This design comes from an exercise in tuning for small area, a short achievable clock period and few clock cycles on the open sky130 flow, not from production work. The RTL was checked by simulation tests, not by an equivalence proof against the original design.

## flow/design.v (module list and top-level ports; edited modules follow where they fit)
// module fpu32: 171 lines
// module fpu32_exec: 122 lines
// module fpu32_sum: 28 lines
// module fpu32_lzc: 45 lines
// module fpu32_mul24: 1574 lines
// module fpu32_cadd78: 455 lines
// module fpu32_badd48: 359 lines
// module fpu32_round: 70 lines
// module fpu32_cadd34: 197 lines
module fpu32 (
    input  wire        clk,
    input  wire        rst,         
    input  wire        in_valid,
    output wire        in_ready,
    input  wire [2:0]  in_op,       
    input  wire [1:0]  in_rm,       
    input  wire [2:0]  in_rel,      
    input  wire [31:0] in_a,
    input  wire [31:0] in_b,
    input  wire [31:0] in_c,        
    output reg         out_valid,
    output reg  [31:0] out_result,
    output reg  [4:0]  out_flags    
);
  // ...
==> flow/flow/run.sh <==
#!/bin/bash
# The standard layout (the standard.sh: ORFS synthesis through to the
# final DEF), with one change: the buffers that global placement puts on
# every input and output port are buf_4 cells instead of the resizer's own
# choice (a clkdlybuf4s50_1 delay cell, about 0.4 ns slower per port).
set -e
export BUFFER_PORTS_ARGS="-buffer_cell sky130_fd_sc_hd__buf_4"
echo "export BUFFER_PORTS_ARGS = -buffer_cell sky130_fd_sc_hd__buf_4" >> config.mk
bash standard.sh > standard.log 2>&1
==> flow/standard.sh <==
#!/bin/bash
# synth_recipe.tcl (not shown) runs the flow's synth.tcl, then flattens the netlist and writes it again
# the make line also repeats each setting of config.mk as NAME=value (left out here)
make -C /OpenROAD-flow-scripts/flow DESIGN_CONFIG=/design/flow/config.mk WORK_HOME=/design/flow/orfs CLKGATE_MAP_FILE= SYNTH_SCRIPT=/design/flow/synth_recipe.tcl "${@:-finish}"
==> flow/config.mk <==
export PLATFORM = sky130hd
export DESIGN_NAME = fpu32
export DESIGN_NICKNAME = fpu32
export VERILOG_FILES = /design/flow/design.v
export SDC_FILE = /design/flow/constraint.sdc
export NUM_CORES = 4
export LEC_CHECK = 0
export CAP_MARGIN = 20
export CORE_MARGIN = 2
export CORE_UTILIZATION = 55
export SLEW_MARGIN = 70
export BUFFER_PORTS_ARGS = -buffer_cell sky130_fd_sc_hd__buf_4
==> flow/constraint.sdc <==
create_clock -name core_clock -period 34.0 [get_ports {clk}]
set_input_delay 6.8000 -clock core_clock [delete_from_list [all_inputs] [get_ports {clk}]]
set_output_delay 6.8000 -clock core_clock [all_outputs]
set_load 0.01 [all_outputs]
==> run summary, run 1 <==
outcome=finished clean; source of the worst hold timing path=s1_spec_res[3]; slew at the pin closest to its max-slew limit=0.502 ns; kind of critical path=reg -> reg; path depth of the worst reg2reg path=26; gr ovfl total=0; via density per instance=approximately 6.6; Critical R2R Capture=s1_prod[47]; count of unique library cells instantiated by Yosys=between 100 and 150; # Taps=between 1000 and 1500; final-layout clock buffer total=64; Worst Hold Endpoint=s2_spec_res[3]; post-layout instance count excluding filler cells=6547; met2 Usage GRT=0.628; num ports=between 100 and 150; Fin. Hold Viols=0; Routed met1 length=69.6 mm; Synth Warn #=4; shortest clock period the worst path allows after layout=7.88 ns; slack of the worst reg-to-reg path=between 20 and 30 ns; Placement Setup Slack=25.95 ns; initial antenna violation count=17; number of sinks driven by the clock tree=around 490; number of cells on the critical path=26; # DRC=0; starting density of the core=0.555; cell types occupying the most area after synthesis=dfxtp_1, fa_1, xnor2_1; Worst Hold Slack=~0.32 ns; Synth Area in Adders=0.188; Final Cycle Share=0.232; Worst path max stage delay=around 0.57 ns; max-slew headroom at the worst pin=0.665; global routing usage summed across all routing layers=0.404; cell class contributing the biggest share of worst-path delay=adder cells; largest net degree at the start of global routing=67
Testbench counts, summed over its fixed seeds: cycles 24,032.
==> module fpu32, before the edit <==
module fpu32 (
    input  wire        clk,
    input  wire        rst,         
    input  wire        in_valid,
    output wire        in_ready,
    input  wire [2:0]  in_op,       
    input  wire [1:0]  in_rm,       
    input  wire [2:0]  in_rel,      
    input  wire [31:0] in_a,
    input  wire [31:0] in_b,
    input  wire [31:0] in_c,        
    output reg         out_valid,
    output reg  [31:0] out_result,
    output reg  [4:0]  out_flags    
);
    assign in_ready = 1'b1;
    wire i_add = !in_op[2] && !in_op[1];
    wire i_fma = !in_op[2] && in_op[1] && in_op[0];
    reg        s0_valid;
    reg        s0_sub, s0_fma, s0_cmp;
    reg [1:0]  s0_rm;
    reg [2:0]  s0_rel;
    reg [31:0] s0_a, s0_y, s0_z;
    reg        s0_hx, s0_hy, s0_hz;     
    reg [12:0] s0_bone, s0_btwo, s0_bneg;
    wire [26:0] i_bx = {2'b00, in_a[30:23] != 8'd0, in_a[22:0], 1'b0};
    reg  [12:0] i_bone, i_btwo, i_bneg;
    integer k;
    always @* begin
        for (k = 0; k < 13; k = k + 1) begin
            i_bone[k] = i_bx[2*k+1] ^ i_bx[2*k];
            i_btwo[k] = (i_bx[2*k+2] & ~i_bx[2*k+1] & ~i_bx[2*k]) |
                        (~i_bx[2*k+2] & i_bx[2*k+1] & i_bx[2*k]);
            i_bneg[k] = i_bx[2*k+2] & ~(i_bx[2*k+1] & i_bx[2*k]);
        end
    end
    always @(posedge clk) begin
        s0_valid <= !rst && in_valid;
        s0_sub   <= i_add && in_op[0];
        s0_fma   <= i_fma;
        s0_cmp   <= in_op[2];
        s0_rm    <= in_rm;
        s0_rel   <= in_rel;
        s0_a     <= in_a;
        s0_y     <= i_add ? 32'h3F80_0000 : in_b;
        s0_hx    <= (in_a[30:23] != 8'd0);
        s0_bone  <= i_bone;
        s0_btwo  <= i_btwo;
        s0_bneg  <= i_bneg;
        s0_hy    <= i_add || (in_b[30:23] != 8'd0);
        s0_hz    <= i_add ? (in_b[30:23] != 8'd0) : i_fma && (in_c[30:23] != 8'd0);
        s0_z     <= i_add ? {in_b[31] ^ in_op[0], in_b[30:0]} :
                    i_fma ? in_c : {in_a[31] ^ in_b[31], 31'd0};
    end
    wire [47:0] e_prod;
    wire [77:0] e_addend;
    wire        e_sticky, e_sub, e_sp, e_sz;
    wire [10:0] e_ebase;
    wire        e_spec, e_spec_nv;
    wire [31:0] e_spec_res;
    fpu32_exec u_exec (
        .is_sub   (s0_sub),
        .is_fma   (s0_fma),
        .is_cmp   (s0_cmp),
        .rel      (s0_rel),
        .x        (s0_a),
        .y        (s0_y),
        .z        (s0_z),
        .hx       (s0_hx),
        .hy       (s0_hy),
        .hz       (s0_hz),
        .bone     (s0_bone),
        .btwo     (s0_btwo),
        .bneg     (s0_bneg),
        .prod     (e_prod),
        .addend   (e_addend),
        .sticky   (e_sticky),
        .sub      (e_sub),
        .sp       (e_sp),
        .sz       (e_sz),
        .ebase    (e_ebase),
        .spec     (e_spec),
        .spec_res (e_spec_res),
        .spec_nv  (e_spec_nv)
    );
    reg        s1_valid;
    reg [1:0]  s1_rm;
    reg [47:0] s1_prod;
    reg [77:0] s1_addend;
    reg        s1_sticky, s1_sub, s1_sp, s1_sz;
    reg [10:0] s1_ebase;
    reg        s1_spec, s1_spec_nv;
    reg [31:0] s1_spec_res;
    always @(posedge clk) begin
        s1_valid    <= !rst && s0_valid;
        s1_rm       <= s0_rm;
        s1_prod     <= e_prod;
        s1_addend   <= e_addend;
        s1_sticky   <= e_sticky;
        s1_sub      <= e_sub;
        s1_sp       <= e_sp;
        s1_sz       <= e_sz;
        s1_ebase    <= e_ebase;
        s1_spec     <= e_spec;
        s1_spec_res <= e_spec_res;
        s1_spec_nv  <= e_spec_nv;
    end
    wire [76:0] m_mag;
    wire [6:0]  m_lz;
    wire        m_sign;
    fpu32_sum u_sum (
        .prod   (s1_prod),
        .addend (s1_addend),
        .sticky (s1_sticky),
        .sub    (s1_sub),
        .sp     (s1_sp),
        .sz     (s1_sz),
        .ebase  (s1_ebase),
        .mag    (m_mag),
        .lz     (m_lz),
        .sign   (m_sign)
    );
    reg        s2_valid;
    reg [1:0]  s2_rm;
    reg [76:0] s2_mag;
    reg [6:0]  s2_lz;
    reg        s2_sign, s2_sticky, s2_zsign;
    reg [10:0] s2_ebase;
    reg        s2_spec, s2_spec_nv;
    reg [31:0] s2_spec_res;
    always @(posedge clk) begin
        s2_valid    <= !rst && s1_valid;
        s2_rm       <= s1_rm;
        s2_mag      <= m_mag;
        s2_lz       <= m_lz;
        s2_sign     <= m_sign;
        s2_sticky   <= s1_sticky;
        s2_zsign    <= (s1_sp == s1_sz) ? s1_sp : (s1_rm == 2'd3);
        s2_ebase    <= s1_ebase;
        s2_spec     <= s1_spec;
        s2_spec_res <= s1_spec_res;
        s2_spec_nv  <= s1_spec_nv;
    end
    wire [31:0] r_result;
    wire [4:0]  r_flags;
    wire        r_zero;
    fpu32_round u_round (
        .rm     (s2_rm),
        .sign   (s2_sign),
        .mag    (s2_mag),
        .s      (s2_lz),
        .sticky (s2_sticky),
        .ebase  (s2_ebase),
        .result (r_result),
        .flags  (r_flags),
        .zero   (r_zero)
    );
    always @(posedge clk) begin
        out_valid <= !rst && s2_valid;
        if (s2_spec) begin
            out_result <= s2_spec_res;
            out_flags  <= {s2_spec_nv, 4'd0};
        end else if (r_zero) begin
            out_result <= {s2_zsign, 31'd0};
            out_flags  <= 5'd0;
        end else begin
            out_result <= r_result;
            out_flags  <= r_flags;
        end
    end
endmodule
==> inputs of run 2 (changes only) <==
--- a/flow/design.v
+++ b/flow/design.v
@@ -91,10 +91,9 @@
     reg [10:0] s1_ebase;
     reg        s1_spec, s1_spec_nv;
-    reg [31:0] s1_spec_res;
     always @(posedge clk) begin
         s1_valid    <= !rst && s0_valid;
         s1_rm       <= s0_rm;
         s1_prod     <= e_prod;
-        s1_addend   <= e_addend;
+        s1_addend   <= e_spec ? {53'd0, e_spec_res[31], e_spec_res[23:0]} : e_addend;
         s1_sticky   <= e_sticky;
         s1_sub      <= e_sub;
@@ -103,5 +102,4 @@
         s1_ebase    <= e_ebase;
         s1_spec     <= e_spec;
-        s1_spec_res <= e_spec_res;
         s1_spec_nv  <= e_spec_nv;
     end
@@ -128,9 +126,8 @@
     reg [10:0] s2_ebase;
     reg        s2_spec, s2_spec_nv;
-    reg [31:0] s2_spec_res;
     always @(posedge clk) begin
         s2_valid    <= !rst && s1_valid;
         s2_rm       <= s1_rm;
-        s2_mag      <= m_mag;
+        s2_mag      <= s1_spec ? {52'd0, s1_addend[24:0]} : m_mag;
         s2_lz       <= m_lz;
         s2_sign     <= m_sign;
@@ -139,5 +136,4 @@
         s2_ebase    <= s1_ebase;
         s2_spec     <= s1_spec;
-        s2_spec_res <= s1_spec_res;
         s2_spec_nv  <= s1_spec_nv;
     end
@@ -159,5 +155,5 @@
         out_valid <= !rst && s2_valid;
         if (s2_spec) begin
-            out_result <= s2_spec_res;
+            out_result <= {s2_mag[24], {8{s2_mag[23]}}, s2_mag[22:0]};
             out_flags  <= {s2_spec_nv, 4'd0};
         end else if (r_zero) begin
==> flow/flow/run.sh (replaced) <==
#!/bin/bash
# The standard layout (the standard.sh: ORFS synthesis through to the
# final DEF), with one change: the buffers that global placement puts on
# every input and output port are buf_2 cells instead of the resizer's own
# choice (a clkdlybuf4s50_1 delay cell, larger and about 0.4 ns slower).
set -e
export BUFFER_PORTS_ARGS="-buffer_cell sky130_fd_sc_hd__buf_2"
echo "export BUFFER_PORTS_ARGS = -buffer_cell sky130_fd_sc_hd__buf_2" >> config.mk
bash standard.sh > standard.log 2>&1
--- a/flow/config.mk
+++ b/flow/config.mk
@@ -9,4 +9,6 @@
 export CORE_MARGIN = 2
 export CORE_UTILIZATION = 55
+export CTS_CLUSTER_DIAMETER = 80
+export CTS_CLUSTER_SIZE = 24
 export SLEW_MARGIN = 70
-export BUFFER_PORTS_ARGS = -buffer_cell sky130_fd_sc_hd__buf_4
+export BUFFER_PORTS_ARGS = -buffer_cell sky130_fd_sc_hd__buf_2
==> run 2 against run 1 <==
Still clean on timing, DRC and antenna. Utilization down 1.3 points. Flip-flop and latch count down 63. Non-clock buffer count up 21. Synthesized cell count up 2.3%. Register-to-register slack better by 0.31 ns. Worst hold slack better by 0.010 ns. Global-route usage up 2.2 points. Area after synthesis down 1.2%. Final cell count up 1.5%. Maximum frequency about the same. Critical path type is now reg -> out. Highest routed layer unchanged.
==> run summary, run 2 <==
required time of the worst setup path=between 20 and 30 ns; netlist area before placement=0.0457 mm²; count of buffer and inverter cells on the critical path=1; via density per instance=6.69 (+2.0%); startpoint type of the worst setup path=flop; Fin. Hold Viols=0 (unchanged); shortest clock period the worst path allows after layout=7.88 ns (+0.00120 ns); per-cell routed wire length=28.1 µm; starting density of the core=0.556 (+0.00109); critical path endpoint category=output port; count of cells along the worst hold path=0; slack of the worst reg-to-reg path=26.43 ns (+0.31 ns); placed instance area=0.0490 mm²; source of the worst hold timing path=s1_spec_nv; Post-Synthesis Net Count=approximately 6200; Worst-Skew Late Latency=between 0.6 and 0.7 ns; remaining number of nets flagged by the antenna check after routing=0; largest net degree at the start of global routing=67 (unchanged); path depth of the worst reg2reg path=28 (+7.7%); most frequent standard cell in the layout excluding fill and tap cells=inv_1; total of fill cells in the finished design=approximately 7400; skew final=0.0571 ns; cell class contributing the biggest share of worst-path delay=flip-flops; root buf cell=clkbuf_16; top cell type's share of synthesized area=0.187; number of vias in the routed layout=44400; num ports=146 (unchanged); initial antenna violation count=17 (unchanged); gr ovfl total=0 (unchanged); Critical R2R Launch=s1_prod[31]; max-slew headroom at the worst pin=0.663 (-0.00167); sequential cell area fraction in the yosys report=0.187; placed wire-length estimate=around 140 mm; Placer Congestion=1.05; DIE AREA=approximately 0.085 mm²; fraction of layout cells with a size suffix above 1=0.143; max_cap viols=0; number of enable-type register cells in the synthesized netlist=0; area of all placed cells without fillers=just over 0.05 mm²; count leader, synth=inv_1; wire length of the first global-routing pass=275 mm; DIE WIDTH=approximately 300 µm; slew at the pin closest to its max-slew limit=0.506 ns (+0.00343 ns); outcome=finished clean; number of sinks driven by the clock tree=426 (-13%); clock tree from TritonCTS=built; fin nets=approximately 6200; global routing usage summed across all routing layers=0.426 (+0.0221); commonest non-fill, non-tap cells in the layout=inv_1, nor2_1, dfxtp_1, nand2_1, a22oi_1; RSZ-0062 raised after global routing=false; Setup TNS=0 ns; critical-path cell with the highest stage delay=dfxtp_1; flops & latches, synth=426; ordered list of cells on the worst path=buf_2; # DRC=0 (unchanged); Final Cycle Share=0.232 (about the same); CTS clock-pin slew for the worst setup and hold paths=0.09 ns; vias in the first global route=42200; Max Clock Freq=127 MHz; die outline height=between 200 and 300 µm; Cell Rows=~110; count of unique library cells instantiated by Yosys=104 (-0.95%); Core Region=~0.08 mm²; total clock buffers created by CTS=35; kind of critical path=reg -> out; most instantiated cells after synthesis=inv_1, dfxtp_1, nor2_1; largest register by flop count=s1_addend; area added between synthesis and finish=10.7%; maximum number of buffers from clock root to sink=3; fraction of registers with async set/reset=0; final count of negative-setup-slack endpoints=0; mean area per synthesized cell=around 8 µm²; main flop type after synthesis=dfxtp_1; Port Buffer Count=around 140; Setup Fix Bufs, Post-CTS=0; area of combinational cells with multiple inputs=roughly 0.035 mm²; Synth Warn #=4 (unchanged); flip-flop count of the largest register, all copies and words added=roughly 80; Seq. cell area=0.00860 mm²; H-tree lvl count=2; arrival time reported for the critical path endpoint=between 1 and 1.5 ns; cell type with the highest aggregate area in the netlist=dfxtp_1; total routed wirelength=187 mm; Worst path max stage delay=0.36 ns (-0.21 ns); number of max-slew violations in the final report=0; Hold Crit Class=reg -> reg; hold-fix buffer count after cts=0; post-synthesis cell count=5583; Worst Hold Endpoint=s2_spec_nv; cell types occupying the most area after synthesis=dfxtp_1, fa_1, ha_1; critical-path maximum fanout=1; count of TritonRoute iterations in the first routing pass=9; Critical R2R Capture=s2_lz[1]; number of cells upsized or downsized after cts=0; biggest registers after layout=s1_addend: 78 flops, s2_mag: 77 flops, s1_prod: 48 flops; DRC violation total after the first TritonRoute iteration=around 5200
run 2: changes by cell type after synthesis, moves of 18 or more:
cell	change
inv_1	-18
mux2i_1	+107
dfxtp_1	-63
a21oi_1	+27
a211oi_1	-42
nand2_1	+50
xnor2_1	-86
o21ai_0	+75
nor2_1	+72
run 2: cell type report:
type	instances	area share
multi-input combinational	4276	0.697
sequential	426	0.170
timing repair buffer	331	0.0468
inverter	475	0.0354
tap	1070	0.0265
clock buffer	37	0.0175
clock inverter	23	0.00636
antenna	5	0.000247
run 2: per-stage QoR:
stage | setup slack [ns] | util | cells | hold slack, ns
6_report | 26.12 | 0.615 | 6643 | 0.335
5_1_grt | 26.06 | 0.615 | 6641 | 0.348
4_1_cts | 26.10 | 0.610 | 6630 | 0.334
3_5_place_dp | 25.89 | 0.596 | 6570 | 0.314
3_3_place_gp | 25.75 | 0.574 | 6512 | 0.311
2_1_floorplan | 26.29 | - | 5583 | 0.310
run 2: how the worst max path moves through the flow:
stage                        start  depth (start not counted)        endpoint  slack [ns]
floorplan                 in_op[2]                          4        s0_z[10]       26.29
global placement          in_op[2]                          6           s0_hz       25.75
detailed placement        in_op[2]                          6           s0_hz       25.89
CTS                 out_result[15]                          1  out_result[15]       26.10
global route           s1_prod[31]                         28        s2_lz[1]       26.06
finish              out_result[15]                          1  out_result[15]       26.12
run 2: routing by layer:
layer,global-route usage,part of all wire
met5,0,0.00052
met1,0.533,0.38
met4,0.274,0.081
met2,0.669,0.44
met3,0.0922,0.11
run 2: kinds of logic (layout without fill, tap and decap cells):
kind of cell	after synthesis	after routing	share of synthesized area
AOI/OAI and AO/OA	1516	1516	0.227
xor gates and xnor gates	444	444	0.0851
adders and majority gates	526	526	0.190
buffers and inverters	881	866	0.0745
DFF	426	426	0.187
muxes	358	358	0.0845
other	2	7	0.000164
and+or+nand+nor	1430	1430	0.152
Testbench counts of run 2, summed over its fixed seeds: cycles 24,032.
==> inputs of run 3 (changes only) <==
--- a/flow/config.mk
+++ b/flow/config.mk
@@ -8,7 +8,7 @@
 export CAP_MARGIN = 20
 export CORE_MARGIN = 2
-export CORE_UTILIZATION = 55
+export CORE_UTILIZATION = 70
 export CTS_CLUSTER_DIAMETER = 80
 export CTS_CLUSTER_SIZE = 24
-export SLEW_MARGIN = 70
+export SLEW_MARGIN = 65
 export BUFFER_PORTS_ARGS = -buffer_cell sky130_fd_sc_hd__buf_2
==> run 3 against run 2 <==
Clock skew shrank 0.0084 ns. Setup slack got worse by 0.077 ns. Final cell count fell by 4.0%. Utilization is 15 points higher. Register-to-register slack improved by 0.29 ns. Non-clock buffer count is 42 lower. Critical path depth did not move.
==> run summary, run 3 <==
wire length of the first global-routing pass=262 mm (-4.6%); mean area per synthesized cell=8.19 µm² (unchanged); commonest non-fill, non-tap cells in the layout=inv_1, nor2_1, dfxtp_1, nand2_1, a22oi_1; DIE AREA=0.0674 mm² (-21%); per-cell routed wire length=27.4 µm (-2.6%); top cell type's share of synthesized area=0.187 (unchanged); remaining number of nets flagged by the antenna check after routing=0 (unchanged); Setup Fix Bufs, Post-CTS=0 (unchanged); num ports=146 (unchanged); clock tree from TritonCTS=built; initial antenna violation count=21 (+4); # DRC=0 (unchanged); total of fill cells in the finished design=4706 (-36%); placed instance area=0.0477 mm² (-2.7%); Worst Hold Slack=0.340 ns (+0.00525 ns); number of vias in the routed layout=45800 (+3.1%); Fin. Hold Viols=0 (unchanged); placed wire-length estimate=130 mm (-7.9%); post-layout instance count excluding filler cells=6375 (-4.0%); startpoint type of the worst setup path=flop; hold-fix buffer count after cts=0 (unchanged); max-slew headroom at the worst pin=0.548 (-0.114); Synth Warn #=4 (unchanged); Max Clock Freq=126 MHz (-0.96%); maximum number of buffers from clock root to sink=3 (unchanged); shortest clock period the worst path allows after layout=7.96 ns (+0.0767 ns); CTS clock-pin slew for the worst setup and hold paths=0.10 ns (about the same); final worst setup slack=26.04 ns (-0.0767 ns); fraction of registers with async set/reset=0 (unchanged); vias in the first global route=44300 (+5.1%); Placement Setup Slack=25.84 ns (-0.0476 ns); sequential cell area fraction in the yosys report=0.187 (unchanged); H-tree lvl count=1 (-1); starting density of the core=0.709 (+0.153); critical-path maximum fanout=1 (unchanged); Hold Crit Class=reg -> reg; count of unique library cells instantiated by Yosys=104 (unchanged); DIE WIDTH=260 µm (-11%); skew final=0.0487 ns (-0.00844 ns); Core Region=0.0645 mm² (-22%); kind of critical path=reg -> out; required time of the worst setup path=27.20 ns (about the same); gr ovfl total=0 (unchanged); netlist area before placement=0.0457 mm² (unchanged); slack of the worst reg-to-reg path=26.72 ns (+0.29 ns); cell types occupying the most area after synthesis=dfxtp_1, fa_1, ha_1; area added between synthesis and finish=7.42%; post-synthesis cell count=5583 (unchanged); final count of negative-setup-slack endpoints=0 (unchanged); total clock buffers created by CTS=29 (-17%); largest register by flop count=s1_addend; flops & latches, synth=426 (unchanged); Post-Synthesis Net Count=6215 (unchanged); Cell Rows=93 (-11%); root buf cell=clkbuf_16; area of all placed cells without fillers=0.0491 mm² (-2.9%); critical-path cell with the highest stage delay=dfxtp_1; global routing usage summed across all routing layers=0.508 (+0.0814); cell class contributing the biggest share of worst-path delay=flip-flops; Final Cycle Share=0.234 (+0.00226); number of sinks driven by the clock tree=426 (unchanged); via density per instance=7.19 (+7.5%); count of buffer and inverter cells on the critical path=1 (unchanged); most frequent standard cell in the layout excluding fill and tap cells=inv_1; DRC violation total after the first TritonRoute iteration=7112 (+36%); Worst path max stage delay=0.35 ns (about the same); largest net degree at the start of global routing=75 (+12%); biggest registers after layout=s1_addend: 78 flops, s2_mag: 77 flops, s1_prod: 48 flops; fraction of layout cells with a size suffix above 1=0.116 (-0.0262); critical path endpoint category=output port; Port Buffer Count=143 (unchanged); count of TritonRoute iterations in the first routing pass=9 (unchanged); die outline height=260 µm (-11%); flip-flop count of the largest register, all copies and words added=78 (unchanged); outcome=finished clean; arrival time reported for the critical path endpoint=1.16 ns (+0.08 ns); total routed wirelength=175 mm (-6.5%); Setup TNS=0 ns (unchanged); fin nets=6129 (-0.78%); count leader, synth=inv_1; number of cells upsized or downsized after cts=0 (unchanged); number of max-slew violations in the final report=0 (unchanged); RSZ-0062 raised after global routing=false; max_cap viols=0 (unchanged); slew at the pin closest to its max-slew limit=0.673 ns (+0.167 ns); most instantiated cells after synthesis=inv_1, dfxtp_1, nor2_1; Cells after DPL=6314 (-3.9%); main flop type after synthesis=dfxtp_1; cell type with the highest aggregate area in the netlist=dfxtp_1; number of enable-type register cells in the synthesized netlist=0 (unchanged); Placer Congestion=1.13 (+7.3%); Worst-Skew Late Latency=0.66 ns (+0.03 ns); ordered list of cells on the worst path=buf_2
run 3: cell count changes in the layout (fill, tap and decap cells not counted), moves of 13 or more:
cell and delta:
buf_6 -27, o21ai_0 +13, dfxtp_1 +14, o21ai_2 -19
buf_1 -17, buf_4 +20, mux2i_4 -13, mux2i_1 +17
dfxtp_2 -15, nor2_2 -18, nor2_1 +23, nor3_2 -14
run 3: cell families after synthesis:
kind of cell	after synthesis	synth area share
AOI/OAI and AO/OA	1516	0.227
xor gates and xnor gates	444	0.0851
other	2	0.000164
adders and majority gates	526	0.190
muxes	358	0.0845
DFF	426	0.187
buffers and inverters	881	0.0745
and+or+nand+nor	1430	0.152
run 3: routing by layer:
| metal | vias up | track usage | share of wire |
|---|---|---|---|
| li1 | 19600 | - | - |
| met1 | 21200 | 0.601 | 0.34 |
| met2 | 3805 | 0.761 | 0.42 |
| met3 | 1224 | 0.166 | 0.14 |
| met4 | 28 | 0.397 | 0.10 |
| met5 | - | 0 | 0.0011 |
run 3: through the flow:
stage	utilization
after floorplan	-
after CTS	0.755
after detailed placement	0.740
after global routing	0.761
final	0.762
after global placement	0.727
run 3: final timing paths:
| kind | startpoint | end | cells after the start |
|---|---|---|---|
| max | out_result[23] | out_result[23] | 1 |
| min | s0_rm[1] | s1_rm[1] | 0 |
| max reg2reg | s0_a[1] | s1_prod[45] | 23 |
| min reg2reg | s0_rm[1] | s1_rm[1] | 0 |
run 3: final cells by class:
cell class	instances	area [µm²]	share of cell area
Antenna cell	6	15.0	0.000306
Clock buffer	31	733	0.0149
Clock inverter	17	275	0.00561
Inverter	475	1790	0.0365
Multi-Input combinational cell	4276	34700	0.706
Sequential cell	426	8580	0.175
Tap cell	855	1070	0.0218
Timing Repair Buffer	289	1950	0.0396

[static timing again, ports no longer ideal]
The results above use ideal ports. As a check the final layouts listed here were re-extracted and re-timed, cells and wires unchanged.
Step 1, drivers: a clkbuf_16 drives clk and a buf_2 each remaining input, both assumed.
Step 2, shift: input delay + t, output delay - t, t = (earliest + latest rising clock arrival at the registers) / 2. This alone moves slack from input paths to output paths.
Three values: no drivers, after step 1, after step 2; two values: the first two.
run	t, ns	slack for setup (ns)	latest minus earliest clock arrival (ns)
run 1	0.693	26.120 / 26.050 / 25.916	0.051 / 0.051
run 2	0.671	26.119 / 26.045 / 25.874	0.060 / 0.060
run 3	0.707	26.042 / 25.969 / 25.808	0.051 / 0.051
After both steps every run listed still meets setup and hold. For run 2, which loses most, drivers alone change the setup slack by -0.074 ns; drivers and shift together by -0.245 ns.
